What follows belongs to an exercise in optimizing a design on an open flow for small area, a short achievable clock period and few clock cycles; a production flow would make more cautious choices. Function was checked by simulation only, so behaviour that the tests miss may differ from the original. Power and IR drop assume default switching activity.

<file path="flow/config.mk">
export PLATFORM = sky130hd
export DESIGN_NAME = ck_unit
export DESIGN_NICKNAME = ck_unit
export VERILOG_FILES = /design/flow/design.v
export SDC_FILE = /design/flow/constraint.sdc
export NUM_CORES = 4
export LEC_CHECK = 0
export CAP_MARGIN = 20
export CORE_MARGIN = 2
export CORE_UTILIZATION = 40
export SLEW_MARGIN = 20
</file>
<file path="flow/constraint.sdc">
create_clock -name core_clock -period 7.0 [get_ports {clk}]
set_input_delay 1.4000 -clock core_clock [delete_from_list [all_inputs] [get_ports {clk}]]
set_output_delay 1.4000 -clock core_clock [all_outputs]
set_load 0.01 [all_outputs]
</file>
<file path="flow/design.v">
module ck_unit (
    input  wire        clk,
    input  wire        rst,
    input  wire        req_valid,
    output wire        req_ready,
    input  wire        req_write,
    input  wire [7:0]  req_addr,
    input  wire [31:0] req_wdata,
    output reg         rsp_valid,
    output reg  [31:0] rsp_rdata,
    output wire        irq,
    output reg         evt_mismatch,
    output reg         evt_alive
);
    localparam [7:0] A_ID        = 8'h00;
    localparam [7:0] A_CTRL      = 8'h04;
    localparam [7:0] A_POLY      = 8'h08;
    localparam [7:0] A_POLYVAL   = 8'h0C;
    localparam [7:0] A_INIT      = 8'h10;
    localparam [7:0] A_XOROUT    = 8'h14;
    localparam [7:0] A_BLOCK     = 8'h18;
    localparam [7:0] A_ALIVE     = 8'h1C;
    localparam [7:0] A_EXPECTED  = 8'h2C;
    localparam [7:0] A_RESULT    = 8'h30;
    localparam [7:0] A_FLAGS     = 8'h34;
    localparam [7:0] A_IRQ_EN    = 8'h38;
    localparam [7:0] A_BLOCKS    = 8'h40;
    localparam [7:0] A_MISMATCH  = 8'h44;
    localparam [7:0] A_REPEATS   = 8'h48;
    localparam [7:0] A_GAPS      = 8'h4C;
    localparam [7:0] A_ALIVE_REF = 8'h50;
    localparam [7:0] A_FEED      = 8'h58;
    localparam [7:0] A_FEED1     = 8'h5C;
    localparam [7:0] A_CMD       = 8'h60;
    localparam [31:0] ID_VALUE   = 32'h000D_0100;
    localparam F_MISMATCH = 0;
    localparam F_REPEAT   = 1;
    localparam F_GAP      = 2;
    localparam F_SHORT    = 3;
    localparam F_LOST     = 4;
    localparam F_SOFT     = 5;
    localparam F_CFG      = 6;
    reg        en;
    reg [2:0]  src;
    reg [7:0]  id;
    reg [1:0]  end_mode;
    reg [1:0]  exp_src;
    reg [1:0]  alive_w;
    reg        nibble;
    reg [2:0]  preset;
    reg [5:0]  width;
    reg        refin;
    reg        refout;
    reg [31:0] polyval;
    reg [31:0] initval;
    reg [31:0] xorout;
    reg [23:0] block_len;
    reg [7:0]  delim;
    reg [23:0] alive_off;
    reg [31:0] expected;
    reg [31:0] result;
    reg [6:0]  flags;
    reg [6:0]  irq_en;
    reg [31:0] cnt_blocks;
    reg [31:0] cnt_mismatch;
    reg [31:0] cnt_repeats;
    reg [31:0] cnt_gaps;
    reg [15:0] alive_ref;
    reg        alive_valid;
    reg [31:0] crc;         
    reg [31:0] tail;        
    reg [24:0] nbytes;      
    reg [7:0]  alive_lo;    
    reg [31:0] fbuf;
    reg [2:0]  fcnt;
    reg        end_pending;
    assign req_ready = (fcnt == 3'd0) && !end_pending;
    reg [5:0]  e_w;
    reg [31:0] e_poly;
    reg [31:0] e_init;
    reg [31:0] e_xor;
    reg        e_refin;
    reg        e_refout;
    always @(*) begin
        case (preset)
            3'd1: begin
                e_w = 6'd32; e_poly = 32'h04C1_1DB7; e_init = 32'hFFFF_FFFF;
                e_xor = 32'hFFFF_FFFF; e_refin = 1'b1; e_refout = 1'b1;
            end
            3'd2: begin
                e_w = 6'd32; e_poly = 32'h1EDC_6F41; e_init = 32'hFFFF_FFFF;
                e_xor = 32'hFFFF_FFFF; e_refin = 1'b1; e_refout = 1'b1;
            end
            3'd3: begin
                e_w = 6'd16; e_poly = 32'h0000_1021; e_init = 32'h0000_FFFF;
                e_xor = 32'h0000_0000; e_refin = 1'b0; e_refout = 1'b0;
            end
            3'd4: begin
                e_w = 6'd8; e_poly = 32'h0000_0007; e_init = 32'h0000_0000;
                e_xor = 32'h0000_0000; e_refin = 1'b0; e_refout = 1'b0;
            end
            default: begin
                e_w = width; e_poly = polyval; e_init = initval;
                e_xor = xorout; e_refin = refin; e_refout = refout;
            end
        endcase
    end
    wire [5:0]  lshift = 6'd32 - e_w;
    wire [31:0] wmask  = 32'hFFFF_FFFF >> lshift;
    wire [31:0] poly_al = (e_poly & wmask) << lshift;
    wire [31:0] init_al = (e_init & wmask) << lshift;
    wire [2:0] e_bytes = (e_w > 6'd24) ? 3'd4 :
                         (e_w > 6'd16) ? 3'd3 :
                         (e_w > 6'd8)  ? 3'd2 : 3'd1;
    function [31:0] reflect32;
        input [31:0] v;
        integer i;
        begin
            for (i = 0; i < 32; i = i + 1)
                reflect32[i] = v[31 - i];
        end
    endfunction
    function [31:0] crc_byte;
        input [31:0] r;
        input [7:0]  b;
        input [31:0] p;
        input        ref_in;
        integer i;
        reg bit_in;
        reg top;
        begin
            crc_byte = r;
            for (i = 0; i < 8; i = i + 1) begin
                bit_in = ref_in ? b[i] : b[7 - i];
                top = crc_byte[31] ^ bit_in;
                crc_byte = {crc_byte[30:0], 1'b0} ^ (top ? p : 32'd0);
            end
        end
    endfunction
    wire [31:0] crc_final = (e_refout ? reflect32(crc) : (crc >> lshift))
                            ^ (e_xor & wmask);
    reg [31:0] tail_be;
    reg [31:0] tail_le;
    always @(*) begin
        case (e_bytes)
            3'd1: begin tail_be = {24'd0, tail[7:0]};  tail_le = {24'd0, tail[7:0]}; end
            3'd2: begin tail_be = {16'd0, tail[15:0]}; tail_le = {16'd0, tail[7:0], tail[15:8]}; end
            3'd3: begin tail_be = {8'd0, tail[23:0]};  tail_le = {8'd0, tail[7:0], tail[15:8], tail[23:16]}; end
            default: begin tail_be = tail; tail_le = {tail[7:0], tail[15:8], tail[23:16], tail[31:24]}; end
        endcase
    end
    wire        trailer   = (exp_src == 2'd1) || (exp_src == 2'd2);
    wire        short_crc = trailer && (nbytes <= {22'd0, e_bytes});
    wire [25:0] alive_need = {2'd0, alive_off} + ((alive_w == 2'd3) ? 26'd2 : 26'd1);
    wire        short_alive = (alive_w != 2'd0) && ({1'b0, nbytes} < alive_need);
    wire [31:0] exp_value = (exp_src == 2'd1) ? tail_le :
                            (exp_src == 2'd2) ? tail_be : expected;
    wire        compare   = (exp_src == 2'd0) || (trailer && !short_crc);
    wire        mismatch  = compare && ((crc_final & wmask) != (exp_value & wmask));
    wire [7:0]  cur_byte  = fbuf[7:0];
    reg  [7:0]  crc_in;
    reg         crc_take;
    always @(*) begin
        if (trailer) begin
            case (e_bytes)
                3'd1: crc_in = tail[7:0];
                3'd2: crc_in = tail[15:8];
                3'd3: crc_in = tail[23:16];
                default: crc_in = tail[31:24];
            endcase
            crc_take = (nbytes >= {22'd0, e_bytes});
        end else begin
            crc_in   = cur_byte;
            crc_take = 1'b1;
        end
    end
    wire [31:0] crc_next = crc_byte(crc, crc_in, poly_al, e_refin);
    wire [24:0] nbytes_inc = (nbytes == 25'h1FF_FFFF) ? nbytes : nbytes + 25'd1;
    wire byte_ends = ((end_mode == 2'd0) && (nbytes_inc == {1'b0, block_len})) ||
                     ((end_mode == 2'd2) && (cur_byte == delim));
    reg        alive_hit;
    reg [15:0] alive_v;
    reg [15:0] alive_mod;
    always @(*) begin
        alive_hit = 1'b0;
        alive_v   = 16'd0;
        alive_mod = 16'hFFFF;
        case (alive_w)
            2'd1: begin
                alive_hit = (nbytes == {1'b0, alive_off});
                alive_v   = {12'd0, nibble ? cur_byte[7:4] : cur_byte[3:0]};
                alive_mod = 16'h000F;
            end
            2'd2: begin
                alive_hit = (nbytes == {1'b0, alive_off});
                alive_v   = {8'd0, cur_byte};
                alive_mod = 16'h00FF;
            end
            2'd3: begin
                alive_hit = (nbytes == {1'b0, alive_off} + 25'd1);
                alive_v   = {cur_byte, alive_lo};
                alive_mod = 16'hFFFF;
            end
            default: ;
        endcase
    end
    wire [15:0] alive_succ = (alive_ref + 16'd1) & alive_mod;
    function [31:0] sat_inc;
        input [31:0] v;
        begin
            sat_inc = (v == 32'hFFFF_FFFF) ? v : v + 32'd1;
        end
    endfunction
    wire [7:0] wa = {req_addr[7:2], 2'b00};
    wire       acc    = req_valid && req_ready;
    wire       acc_wr = acc && req_write;
    wire       acc_rd = acc && !req_write;
    wire [2:0] w_src      = req_wdata[3:1];
    wire [7:0] w_id       = req_wdata[15:8];
    wire [1:0] w_end_mode = req_wdata[17:16];
    reg [7:0] id_allowed;
    always @(*) begin
        case (w_src)
            3'd1, 3'd2: id_allowed = 8'h3F;
            3'd4:       id_allowed = 8'h0F;
            3'd5:       id_allowed = 8'h1F;
            3'd6:       id_allowed = 8'h01;
            3'd7:       id_allowed = 8'h07;
            default:    id_allowed = 8'h00;
        endcase
    end
    wire ctrl_others_same = (w_src == src) && (w_id == id) && (w_end_mode == end_mode) &&
                            (req_wdata[19:18] == exp_src) && (req_wdata[21:20] == alive_w) &&
                            (req_wdata[22] == nibble);
    wire ctrl_bad = ((w_id & ~id_allowed) != 8'd0) ||
                    ((w_end_mode == 2'd1) && ((w_src == 3'd0) || (w_src == 3'd3))) ||
                    ((w_end_mode == 2'd0) && (block_len == 24'd0)) ||
                    (en && !ctrl_others_same);
    wire poly_bad  = en || (req_wdata[2:0] > 3'd4) || (req_wdata[13:8] == 6'd0) ||
                     (req_wdata[13:8] > 6'd32);
    wire block_bad = en || ((req_wdata[23:0] == 24'd0) && (end_mode == 2'd0));
    always @(posedge clk) begin
        if (rst) begin
            en <= 1'b0; src <= 3'd0; id <= 8'd0; end_mode <= 2'd0; exp_src <= 2'd0;
            alive_w <= 2'd0; nibble <= 1'b0;
            preset <= 3'd2; width <= 6'd32; refin <= 1'b1; refout <= 1'b1;
            polyval <= 32'd0; initval <= 32'd0; xorout <= 32'd0;
            block_len <= 24'd64; delim <= 8'd0; alive_off <= 24'd0;
            expected <= 32'd0; result <= 32'd0;
            flags <= 7'd0; irq_en <= 7'h77;
            cnt_blocks <= 32'd0; cnt_mismatch <= 32'd0; cnt_repeats <= 32'd0; cnt_gaps <= 32'd0;
            alive_ref <= 16'd0; alive_valid <= 1'b0;
            crc <= 32'd0; tail <= 32'd0; nbytes <= 25'd0; alive_lo <= 8'd0;
            fbuf <= 32'd0; fcnt <= 3'd0; end_pending <= 1'b0;
            rsp_valid <= 1'b0; rsp_rdata <= 32'd0;
            evt_mismatch <= 1'b0; evt_alive <= 1'b0;
        end else begin
            rsp_valid    <= 1'b0;
            evt_mismatch <= 1'b0;
            evt_alive    <= 1'b0;
            if (end_pending) begin
                end_pending <= 1'b0;
                if (nbytes != 25'd0) begin
                    cnt_blocks <= sat_inc(cnt_blocks);
                    result     <= crc_final & wmask;
                    if (short_crc || short_alive)
                        flags[F_SHORT] <= 1'b1;
                    if (mismatch) begin
                        cnt_mismatch <= sat_inc(cnt_mismatch);
                        flags[F_MISMATCH] <= 1'b1;
                        evt_mismatch <= 1'b1;
                    end
                    crc    <= init_al;
                    tail   <= 32'd0;
                    nbytes <= 25'd0;
                end
            end else if (fcnt != 3'd0) begin
                fbuf   <= {8'd0, fbuf[31:8]};
                fcnt   <= fcnt - 3'd1;
                tail   <= {tail[23:0], cur_byte};
                nbytes <= nbytes_inc;
                if (crc_take)
                    crc <= crc_next;
                if (nbytes == {1'b0, alive_off})
                    alive_lo <= cur_byte;
                if (alive_hit) begin
                    if (!alive_valid) begin
                        alive_ref   <= alive_v;
                        alive_valid <= 1'b1;
                    end else if (alive_v == alive_succ) begin
                        alive_ref <= alive_v;
                    end else if (alive_v == alive_ref) begin
                        flags[F_REPEAT] <= 1'b1;
                        cnt_repeats <= sat_inc(cnt_repeats);
                        evt_alive <= 1'b1;
                    end else begin
                        flags[F_GAP] <= 1'b1;
                        cnt_gaps  <= sat_inc(cnt_gaps);
                        alive_ref <= alive_v;
                        evt_alive <= 1'b1;
                    end
                end
                if (byte_ends)
                    end_pending <= 1'b1;
            end else if (acc_rd) begin
                rsp_valid <= 1'b1;
                case (wa)
                    A_ID:        rsp_rdata <= ID_VALUE;
                    A_CTRL:      rsp_rdata <= {9'd0, nibble, alive_w, exp_src, end_mode, id, 4'd0, src, en};
                    A_POLY:      rsp_rdata <= {16'd0, refout, refin, width, 5'd0, preset};
                    A_POLYVAL:   rsp_rdata <= polyval;
                    A_INIT:      rsp_rdata <= initval;
                    A_XOROUT:    rsp_rdata <= xorout;
                    A_BLOCK:     rsp_rdata <= {delim, block_len};
                    A_ALIVE:     rsp_rdata <= {8'd0, alive_off};
                    A_EXPECTED:  rsp_rdata <= expected;
                    A_RESULT:    rsp_rdata <= result;
                    A_FLAGS:     rsp_rdata <= {25'd0, flags};
                    A_IRQ_EN:    rsp_rdata <= {25'd0, irq_en};
                    A_BLOCKS:    rsp_rdata <= cnt_blocks;
                    A_MISMATCH:  rsp_rdata <= cnt_mismatch;
                    A_REPEATS:   rsp_rdata <= cnt_repeats;
                    A_GAPS:      rsp_rdata <= cnt_gaps;
                    A_ALIVE_REF: rsp_rdata <= {15'd0, alive_valid, alive_ref};
                    default:     rsp_rdata <= 32'd0;
                endcase
            end else if (acc_wr) begin
                case (wa)
                    A_CTRL: begin
                        if (ctrl_bad) begin
                            flags[F_CFG] <= 1'b1;
                        end else begin
                            en       <= req_wdata[0];
                            src      <= w_src;
                            id       <= w_id;
                            end_mode <= w_end_mode;
                            exp_src  <= req_wdata[19:18];
                            alive_w  <= req_wdata[21:20];
                            nibble   <= req_wdata[22];
                            if (req_wdata[0] && !en) begin
                                crc         <= init_al;
                                tail        <= 32'd0;
                                nbytes      <= 25'd0;
                                alive_ref   <= 16'd0;
                                alive_valid <= 1'b0;
                            end
                        end
                    end
                    A_POLY: begin
                        if (poly_bad) begin
                            flags[F_CFG] <= 1'b1;
                        end else begin
                            preset <= req_wdata[2:0];
                            width  <= req_wdata[13:8];
                            refin  <= req_wdata[14];
                            refout <= req_wdata[15];
                        end
                    end
                    A_POLYVAL: if (en) flags[F_CFG] <= 1'b1; else polyval <= req_wdata;
                    A_INIT:    if (en) flags[F_CFG] <= 1'b1; else initval <= req_wdata;
                    A_XOROUT:  if (en) flags[F_CFG] <= 1'b1; else xorout  <= req_wdata;
                    A_BLOCK: begin
                        if (block_bad) begin
                            flags[F_CFG] <= 1'b1;
                        end else begin
                            block_len <= req_wdata[23:0];
                            delim     <= req_wdata[31:24];
                        end
                    end
                    A_ALIVE:    if (en) flags[F_CFG] <= 1'b1; else alive_off <= req_wdata[23:0];
                    A_EXPECTED: expected <= req_wdata;
                    A_FLAGS:    flags <= flags & ~req_wdata[6:0];
                    A_IRQ_EN:   if (en) flags[F_CFG] <= 1'b1; else irq_en <= req_wdata[6:0];
                    A_BLOCKS:   cnt_blocks   <= req_wdata;
                    A_MISMATCH: cnt_mismatch <= req_wdata;
                    A_REPEATS:  cnt_repeats  <= req_wdata;
                    A_GAPS:     cnt_gaps     <= req_wdata;
                    A_FEED, A_FEED1: begin
                        if (src != 3'd0) begin
                            flags[F_SOFT] <= 1'b1;
                        end else if (en) begin
                            fbuf <= req_wdata;
                            fcnt <= (wa == A_FEED) ? 3'd4 : 3'd1;
                        end
                    end
                    A_CMD: begin
                        if (req_wdata[1:0] == 2'd1) begin
                            end_pending <= 1'b1;
                        end else if (req_wdata[1:0] == 2'd2) begin
                            crc         <= init_al;
                            tail        <= 32'd0;
                            nbytes      <= 25'd0;
                            alive_ref   <= 16'd0;
                            alive_valid <= 1'b0;
                        end
                    end
                    default: ;
                endcase
            end
        end
    end
    assign irq = |(flags & irq_en);
endmodule
</file>
<file path="flow/run.sh">
#!/bin/bash
# synth_recipe.tcl (not shown) runs the flow's synth.tcl, then flattens the netlist and writes it again
# the make line also repeats each setting of config.mk as NAME=value (left out here)
make -C /OpenROAD-flow-scripts/flow DESIGN_CONFIG=/design/flow/config.mk WORK_HOME=/design/flow/orfs CLKGATE_MAP_FILE= SYNTH_SCRIPT=/design/flow/synth_recipe.tcl finish
</file>
==> run notes <==
==> cell usage after synthesis (32+ instances only) <==
| cell type | number | area (um2) |
|---|---|---|
| a21o_1 | 44 | 330 |
| xor2_1 | 133 | 1160 |
| o21ai_0 | 340 | 1700 |
| mux2i_1 | 175 | 1750 |
| a211oi_1 | 130 | 976 |
| a21oi_1 | 607 | 3040 |
| nand4_1 | 87 | 544 |
| inv_1 | 71 | 267 |
| a222oi_1 | 32 | 320 |
| and2_1 | 39 | 244 |
| o31ai_1 | 41 | 308 |
| xnor2_1 | 326 | 2860 |
| a311oi_1 | 35 | 307 |
| a22oi_1 | 208 | 1560 |
| mux4_2 | 34 | 766 |
| clkbuf_1 | 472 | 1770 |
| nand3_1 | 205 | 1030 |
| o22ai_1 | 60 | 375 |
| and3_1 | 78 | 488 |
| nor2_1 | 653 | 2450 |
| buf_1 | 57 | 214 |
| nor2b_1 | 46 | 288 |
| dfxtp_1 | 573 | 11500 |
| nand2_1 | 952 | 3570 |
| ha_1 | 49 | 613 |
| a31oi_1 | 61 | 382 |
| o211ai_1 | 38 | 285 |
| buf_2 | 40 | 200 |
| nor3_1 | 114 | 571 |
| a221oi_1 | 48 | 420 |
| nor4_1 | 66 | 413 |
==> timing repair <==
action / 4_1_cts / 5_1_grt
gates resized for setup: 11 / 50
pin swaps: 1 / 16
setup endpoints to repair: 31 / 64
buffers inserted: 2 / 4
==> layout make-up <==
type	instances	area, um2
Timing Repair Buffer	740	6020
Clock inverter	31	478
Tap cell	1500	1880
Clock buffer	97	2050
Inverter	73	278
Fill cell	11400	58100
Multi-Input combinational cell	5122	32300
Antenna cell	16	40.0
Sequential cell	573	11500
==> tightest hold or removal path, cell delays in order (launching register included) <==
cell,delay [ns]
dfxtp_1,0.31
nand2_1,0.05
a21oi_1,0.05
==> stage by stage <==
| step | setup WS [ns] | power [mW] |
|---|---|---|
| 2_1_floorplan | 0.00462 | 11.8 |
| 3_3_place_gp | -0.365 | 16.0 |
| 3_5_place_dp | -0.395 | 16.0 |
| 4_1_cts | 0.00879 | 20.3 |
| 5_1_grt | -0.00699 | 21.6 |
| 6_report | 0.180 | 20.8 |
==> sequential cells by signal, indices dropped and copies added (netlist names), 25 cells and up <==
signal        count
cnt_blocks       32
expected         32
rsp_rdata        32
xorout           32
polyval          32
fbuf             32
cnt_mismatch     32
initval          32
cnt_repeats      32
nbytes           25
cnt_gaps         32
tail             32
crc              32
result           32
==> power groups by stage <==
stage | combinational [mW] | sequential (mW) | clock, mW
detailed placement | 11.8 | 4.20 | 0
finish | 12.5 | 4.19 | 4.09
floorplan | 7.92 | 3.86 | 0
global placement | 11.8 | 4.20 | 0
CTS | 12.1 | 4.13 | 4.10
global route | 13.2 | 4.17 | 4.22
==> per-layer routing <==
metal | wire, um | global-route usage, % | vias to the layer above
met5 | 231 | 2.17 | -
met4 | 22000 | 29.2 | 16
met3 | 40900 | 18.0 | 837
met2 | 106000 | 61.9 | 3926
met1 | 109000 | 60.7 | 26500
li1 | - | - | 23600
==> kinds of logic (layout without fill, tap and decap cells) <==
family / count (synthesis) / in the layout / share of synthesized area, %
XOR/XNOR: 476 / 476 / 9.58
adder cells (fa/ha/maj): 57 / 57 / 1.55
buffers and inverters: 654 / 941 / 5.62
flip-flops: 573 / 573 / 25.2
AND/OR/NAND/NOR: 2404 / 2404 / 23.7
multiplexers: 227 / 227 / 5.99
AO/OA/AOI/OAI: 1958 / 1958 / 28.3
other: 0 / 16 / 0
==> worst paths after layout <==
kind	to	from	slack, ns
worst min register to register	fbuf[31]	fbuf[31]	0.45
worst max-delay path	crc[8]	preset[2]	0.18
worst max register to register	crc[8]	preset[2]	0.18
worst min-delay path	fbuf[31]	fbuf[31]	0.45
==> metrics.sh <==
FIN_SKEW_NS=0.0422
WORST-PATH-BUF-INV=9
DRIVE_ABOVE_1_SHARE_PCT=16.0
PART_OF_THE_YOSYS_AREA_USED_FOR_SEQUENTIAL_ELEMENTS_PCT=25.2
TRITONCTS_CLOCK_TREE='done'
CRITICAL_PATH.MOST_COMMON_CELL='buf_4'
PWR_DENSITY_CELL_nW_PER_UM2=382
YOSYSWARNINGS=1
HOLD-PATH-CELL-COUNT=2
NUMBER_OF_FAILING_SETUP_ENDPOINTS_IN_THE_FINAL_TIMING_REPORT=0
POST_LAYOUT_INST_AREA_UM2=54500
FIN_UTIL_PCT=48.4
POST_SYNTH_INSTANCE_AREA_UM2=45500
TIMING.FINAL.CRIT_SHARE_PCT=97.4
HP-CLASS='reg -> reg'
POWER.CLOCK.FRACTION_PCT=19.7
POSTSYNTH.ASYNCRESETSHARE_PCT=0
GRT_USE_TOTAL_PCT=46.1
DETAILED_PLACE.AREA_UM2=51600
FLOORPLAN.IO_PINS=81
POWER_SWITCHING_mW=9.44
WORST_PATH_LARGEST_CELL_DELAY_NS=0.41
R2R.WORST_PATH.CELLS=31
GRT_ANTENNA_BEFORE_REPAIR=20
SYNTH_CELL_TYPES=112
NUMBER_OF_GLOBAL_ROUTE_VIAS_BEFORE_REPAIR=49100
NUMCTSBUFFERS=73
POSTROUTEANTENNANETS=0
VIAS_PER_CELL=6.73
POSTCTSHOLDBUFS=0
GRT_MAX_DEGREE=133
WORSTSETUPSTARTPOINTTYPE='flip-flop'
GRT_PASS1_WL_UM=385000
CLOCK-SINKS=573
LAYOUT_COMMONEST_CELL='nand2_1'
CELL_INTERNAL_PWR_mW=11.4
SYNTH_ENABLE_FLOP_CELLS=0
MOST-COMMON-LAYOUT-CELLS='nand2_1, buf_4, nor2_1'
SETUP.WORST_PATH.CLASS='reg -> reg'
DESIGN.DIE.AREA_UM2=116000
SYNTH_AREA_PER_CELL_UM2=7.17
STATUS='finished clean'
CRIT_PATH_MAX_FANOUT=16
PLACED_CELLS_INCL_TAPS=8002
WORST-SLEW-PIN-TRANSITION_NS=1.41
CRIT_PATH_TOP_DELAY_CELL='o21ai_0'
DR_TOTAL_VIAS=54900
PEAKVDDDROP_mV=0.536
SYN_INST=6349
SWITCHING_SHARE_PCT=45.4
FINAL_GLOBAL_ROUTE_OVERFLOW_TOTAL=0
DIE_H_UM=341
FLOORPLAN.ROWS=123
TIMING.HOLD.WS_NS=0.455
DP.FINAL_HPWL_UM=217000
SYN_TO_FINAL_GROWTH_PCT=19.8
REQUIRED_NS=7.56
DRT_PRE_ANTENNA_ITERS=12
ROUTED_WIRE_LENGTH_PER_INSTANCE_UM=34.2
CP_DELAY_BY_FAMILY_TOP='compound AO/OA/AOI/OAI gates'
CLK_PATH_BUF_DEPTH=3
TIMING.CRITICAL_PATH.DEPTH=31
P_SEQ_SHARE_PCT=20.1
H-TREE-DEPTH=3
INITIAL_UTILIZATION_PCT=40.4
FINALHOLDVIOLCOUNT=0
FINAL-INSTANCE-COUNT-EXCL-FILL=8152
CTS-ROOT-BUF='clkbuf_16'
END_KIND='flip-flop'
CLK_PIN_SLEW_NS=0.06
YOSYS_REGISTER_BITS=573
POST_LAYOUT_MINIMUM_CYCLE_TIME_NS=6.82
FIRST_ITER_VIOLATIONS=8880
FIN_NETS=6677
MAXSLEWVIOLCOUNT=0
FP.COREAREA_UM2=113000
POSTSYNTHNETCOUNT=6443
POST_ROUTE_SETUP_TNS_NS=0
CELLLEAKAGEPOWER_nW=19.8
SYNTH-MAIN-FF-CELL='dfxtp_1'
WORST-ENDPOINT-ARRIVAL_NS=7.37
DRCVIOLATIONCOUNT=0
CAP_VIOL_MAX_COUNT=0
FP.DIEW_UM=341
TOTAL_DETAILED_ROUTING_WIRELENGTH_UM=279000
POWER.SHARE.COMBINATIONAL_PCT=60.2
REMAINING_MAX_SLEW_BUDGET_AT_THE_TIGHTEST_PIN_PCT=6.32
CLOCK_INSERTION_DELAY_AT_THE_LATER_PIN_OF_THE_SKEW_REPORT_NS=0.70
IO_BUFFER_COUNT=78
GLOBALPLACE.CONGESTION=1.13
FMAX_MHz=147
Testbench counts, summed over its fixed seeds: cycles 18,926.

-- static timing again, ports no longer ideal --
In the flow no input, the clock included, has a driving cell. The finished layout below was timed again as built, in two steps. Step 1 (the two cells are an assumption about what drives the block):
set clk [get_ports {clk}]
set_driving_cell -lib_cell sky130_fd_sc_hd__clkbuf_16 $clk
set_driving_cell -lib_cell sky130_fd_sc_hd__buf_2 [delete_from_list [all_inputs] $clk]
Step 2 moves the port delays by t, midway between the first and last clock arrival at a register: inputs arrive t later, outputs are due t later. That takes back most of the time a late clock gives input paths. Slacks: ideal / step 1 / step 2; pairs: ideal / step 1.
t (ns): 0.759
setup WS [ns]: 0.180 / 0.180 / 0.180
worst register clock-pin slew, ns: 0.07 / 0.07
worst data-port slew with drivers (ns): 0.05
pins driven straight from the clock port: 1
After both steps this run still meets setup and hold. The setup slack of this run moves by 0.000 ns with the drivers and by 0.000 ns with both steps.
